What follows belongs to an exercise in optimizing a design on an open flow for small area and a short achievable clock period; a production flow would make more cautious choices. Only simulation tests tie the RTL to the original design; equivalence was not proved.

==> flow/design.v (outline; a module is shown in full before it is edited, if it fits) <==
// module chk_unit: 3385 lines
// module chk_a21o: 3 lines
// module chk_a222oi: 3 lines
// module chk_inv: 3 lines
// module chk_nand2: 3 lines
// module chk_nand3: 3 lines
// module chk_nor2: 3 lines
// module chk_oai21: 3 lines
// module chk_oai22: 3 lines
// module chk_xnor2: 3 lines
// module chk_xor2: 3 lines
module chk_unit (
    input  wire        clk,
    input  wire        rst,
    input  wire        in_valid,
    input  wire        in_first,
    input  wire        in_last,
    input  wire [2:0]  in_code,
    input  wire [63:0] in_data,
    input  wire [3:0]  in_nbytes,
    input  wire [2:0]  in_tail,
    output wire        out_valid,
    output wire [31:0] out_value
);
  // ...
==> flow/run.sh <==
#!/bin/bash
# synth_recipe.tcl (not shown) runs the flow's synth.tcl, then flattens the netlist and writes it again
# the make line also repeats each setting of config.mk as NAME=value (left out here)
make -C /OpenROAD-flow-scripts/flow DESIGN_CONFIG=/design/flow/config.mk WORK_HOME=/design/flow/orfs CLKGATE_MAP_FILE= SYNTH_SCRIPT=/design/flow/synth_recipe.tcl finish
==> flow/config.mk <==
export PLATFORM = sky130hd
export DESIGN_NAME = chk_unit
export DESIGN_NICKNAME = chk_unit
export VERILOG_FILES = /design/flow/design.v
export SDC_FILE = /design/flow/constraint.sdc
export NUM_CORES = 8
export LEC_CHECK = 0
export CAP_MARGIN = 20
export CORE_MARGIN = 2
export CORE_UTILIZATION = 40
export SLEW_MARGIN = 20
export SYNTH_HIERARCHICAL = 1
==> flow/constraint.sdc <==
create_clock -name core_clock -period 40.0 [get_ports {clk}]
set_input_delay 8.0000 -clock core_clock [delete_from_list [all_inputs] [get_ports {clk}]]
set_output_delay 8.0000 -clock core_clock [all_outputs]
set_load 0.01 [all_outputs]
==> impl_metrics.yaml, run 1 <==
final_layout:
  multi_input_area_um2: 11950
  n_antenna_cell: 0
  clockNetworkAreaShare_pct: 3.412
  nMultiInputCombCells: 1610
  largestRegisters: "d_r (64), s_q (32), p_r (6)"
  final_util_pct: 49.45
  seq_share_pct: 13.41
  layout_common_cells: "xor2_1, o22ai_1, clkdlybuf4s50_1, dfxtp_1, nand2_1"
  final-seq-area_um2: 2370
  final_nets: 2130
worst_setup_path:
  endpoint: "out_value[11]"
  setup.worst_path.class: "register to output pin"
  reg2reg_setup_slack_ns: 30.79
  end_kind: "output pin"
placed_design:
  globalplace.congestion: 1.109
detailed_routing:
  dr_wl_met2_um: 31590
  drt-total-wl_um: 72230
  top_layer_used: "met4"
clocking:
  clk_pin_slew_worst_paths_ns: 0.05
  cts_sinks: 116
  ctsResizeCount: 0
sta:
  slew_headroom_pct: 15.91
  finalSetupViolCount: 0
  setup_slack_ns: 30.53
yosys:
  avgSynthCellArea_um2: 7.992
  synth_compound_area_share_pct: 28.98
  synth_ff_type: "dfxtp_1"
  synthCells: 1828
  synth_commonest_cells: "xor2_1, o22ai_1, dfxtp_1"
  synth-simple-area-share_pct: 4.933
  yosys-mux-area-fraction_pct: 0
grt:
  grt_pass1_wl_um: 101500
  use_met2_pct: 57.70
hold_path:
  hold_start: "s_q[27]$_DFF_P_"
  worst_hold_path.num_cells: 2
status:
  status: "no timing/DRC/antenna violations"
floorplanning:
  row_count: 69
==> run 2: changes to the inputs <==
==> flow/flow/run.sh (new file) <==
#!/bin/bash
# Standard layout, with the port buffers made of buf_2 cells.
set -euo pipefail
bash standard.sh synth > synth.log 2>&1
BUFFER_PORTS_ARGS="-buffer_cell sky130_fd_sc_hd__buf_2" bash standard.sh > layout.log 2>&1
==> flow/standard.sh (new file) <==
#!/bin/bash
# synth_recipe.tcl (not shown) runs the flow's synth.tcl, then flattens the netlist and writes it again
# the make line also repeats each setting of config.mk as NAME=value (left out here)
make -C /OpenROAD-flow-scripts/flow DESIGN_CONFIG=/design/flow/config.mk WORK_HOME=/design/flow/orfs CLKGATE_MAP_FILE= SYNTH_SCRIPT=/design/flow/synth_recipe.tcl "${@:-finish}"
removed: flow/run.sh
==> run 2 against run 1 <==
Compared with the run above: core utilization is 1.5 points lower; highest routed layer unchanged; sequential share of layout area is 0.42 points higher; fmax is 0.11% higher; first-iteration DRC count is 4.3% lower; still clean; synthesized cell count stayed put; synthesized area stayed put; hold slack worse by 0.019 ns; count of clock-buffer cells in the layout is 2 lower.
==> impl_metrics.yaml, run 2 <==
clocking:
  cts_root_buffer: "clkbuf_16"
  clk_latency_ns: 0.45
  clockBufferDepth: 2
  cts_buffers: 17
  clk_pin_slew_worst_paths_ns: 0.06
  cts.htree.levels: 4
  tritoncts: "yes"
  ctsResizeCount: 0
  post_cts_buffers: 0
  cts_sinks: 116
  postCtsHoldBufs: 0
detailed_routing:
  first_pass_iters: 6
  drc_errors: 0
  vias_per_cell: 6.266
  num_vias: 15834
  drt-total-wl_um: 73870
  drt_iter0_drc: 2123
  wl_per_cell_um: 29.23
  drtAntennaViolNets: 0
yosys:
  synth_ff_type: "dfxtp_1"
  syn_area_um2: 14610
  async_flop_share_pct: 0
  ys_ff_latch: 116
  ys_warn_count: 7
  ys_types: 25
  synthCells: 1828
  mappedNetlistNets: 1909
  ys_top_cells_by_area: "xor2_1, o22ai_1, dfxtp_1"
  synth_commonest_cells: "xor2_1, o22ai_1, dfxtp_1"
  yosysMostFrequentCell: "xor2_1"
  ys_seq_area_share_pct: 16.17
  synth_top_area_share_pct: 45.92
  avgSynthCellArea_um2: 7.992
  synth_edf_count: 4
  synth_top_cell_by_area: "xor2_1"
worst_setup_path:
  worst-path-max-fanout: 65
  cp.required_ns: 40.31
  worstSetupStartpointType: "register"
  end_kind: "register"
  setup.worst_path.class: "register to register"
  crit_arrival_ns: 9.77
placed_design:
  portBuffers: 110
  place_area_um2: 16550
  hpwl_um: 57460
  globalplace.congestion: 1.075
  dp.cells: 2495
final_layout:
  stdcell_count: 2527
  layout_common_cells: "xor2_1, o22ai_1, buf_2, dfxtp_1"
  largest_reg_flops: 64
  final_nets: 2134
  top_register: "d_r"
  final_common_cell: "xor2_1"
  finish.instance_area_um2: 17130
  area_delta_synth_final_pct: 17.27
  drive_above_1_share_pct: 13.12
  largestRegisters: "d_r (64), s_q (32), p_r (6)"
  n_antenna_cell: 0
sta:
  finalMaxSlewViolations: 0
  fin_crit_ns: 9.460
  rsz0062_at_grt: "no"
  worst_slew_pin_slew_ns: 1.137
  hold_viol: 0
  clock.fmax_mhz: 105.7
  fin_setup_tns_ns: 0
  slew_headroom_pct: 23.94
  finalSetupViolCount: 0
  fin_worst_skew_ns: 0.01009
  period_share_pct: 23.65
  hold_ws_ns: 0.5292
grt:
  grt_max_degree: 97
  first_global_vias: 14616
  antenna_found_initial: 0
  overflow: 0
  track_usage_pct: 37.95
  grt_pass1_wl_um: 103600
floorplanning:
  die_w_um: 195.1
  row_count: 69
  design.core.area_um2: 35740
  io_pins: 112
  die-area_um2: 38070
  initial_utilization_pct: 40.87
  die_h_um: 195.1
status:
  status: "no timing/DRC/antenna violations"
run:
  cap_violations: 0
hold_path:
  hold_class: "register to register"
-- run 2: cell counts after synthesis --
Identical to the previous run, type by type.
-- run 2: critical path, cell delays in order, from the launching register on --
cell	delay [ns]
edfxtp_1	0.32
buf_4	0.51
clkinv_1	0.70
buf_4	0.47
o22ai_1	0.24
xor2_1	0.31
o22ai_1	0.15
o22ai_1	0.24
o22ai_1	0.21
o22ai_1	0.34
o22ai_1	0.11
o22ai_1	0.74
xor2_1	0.87
xor2_1	0.83
xor2_1	0.32
xor2_1	0.21
xor2_1	0.19
xor2_1	0.19
xor2_1	0.19
xor2_1	0.19
xor2_1	0.47
inv_1	0.10
a222oi_1	0.39
xnor2_1	0.32
inv_1	0.13
a222oi_1	0.42
nand2_1	0.09
-- run 2: stage by stage --
step                setup WS (ns)  utilization [%]
finish                      30.54            47.93
global placement            31.07            46.24
global route                30.18            47.93
CTS                         30.87            47.92
detailed placement          31.00            46.30
floorplan                   31.41                -
-- run 2: path summary, 6_finish.rpt --
check	start	to	slack [ns]	cells after the start
setup / recovery	refl_q$_DFFE_PN_	s_q[6]$_DFF_P_	30.54	26
hold / removal	s_q[26]$_DFF_P_	s_q[26]$_DFF_P_	0.53	2
hold reg to reg	s_q[26]$_DFF_P_	s_q[26]$_DFF_P_	0.53	2
setup reg to reg	refl_q$_DFFE_PN_	s_q[6]$_DFF_P_	30.54	26
-- run 2: per-module statistics from Yosys, one instance, submodules excluded --
module	times used	area, um^2	cells inside
chk_oai22	517	6.256	1
chk_oai21	42	5.005	1
chk_inv	69	3.754	1
chk_nand3	13	5.005	1
chk_xnor2	18	8.758	1
chk_unit	1	2763	191
chk_nor2	42	3.754	1
chk_xor2	765	8.758	1
chk_a222oi	48	10.01	1
chk_nand2	91	3.754	1
chk_a21o	32	7.507	1
-- run 2: kinds of logic (layout without fill, tap and decap cells) --
logic type / count (synthesis) / after routing / share of synthesized area [%]
fa+ha+maj: 2 / 2 / 0.1713
flops: 116 / 116 / 16.17
compound gates: 649 / 649 / 28.98
xor+xnor: 786 / 786 / 47.12
simple gates: 173 / 173 / 4.933
buf+inv: 102 / 340 / 2.621
-- run 2: cell type report --
class | instances | area, um^2
tap | 461 | 576.8
multi-input combinational | 1610 | 11950
sequential | 116 | 2370
fill | 3616 | 18610
timing repair buffer | 206 | 1275
clock inverter | 13 | 123.9
inverter | 102 | 382.9
clock buffer | 19 | 452.9
-- run 2: per-layer routing --
layer	vias up	track usage, %	share of wire (%)
met4	0	20.84	6.2
met5	-	0	0
met1	7454	49.46	41
met3	195	6.183	8.8
li1	7267	-	-
met2	918	59.79	44

==> re-timing with driven ports <==
No port has a modelled driver above. Below, the same layouts with a new extraction and two added sets of constraints.
Step 1, drivers: a clkbuf_16 drives clk and a buf_2 each remaining input, both assumed.
Step 2, shift: input delay + t, output delay - t, t = (earliest + latest rising clock arrival at the registers) / 2. This alone moves slack from input paths to output paths.
Three values: no drivers, after step 1, after step 2; two values: the first two.
run	t (ns)	setup slack, ns	hold WS [ns]	worst setup path at the end	worst slew at a driven data input, ns
run 1	0.487	30.530 / 30.477 / 30.720	0.548 / 0.548 / 0.548	input to register	0.05
run 2	0.493	30.540 / 30.540 / 30.540	0.529 / 0.529 / 0.529	register to register	0.04
After both steps setup and hold are still met in every run listed.
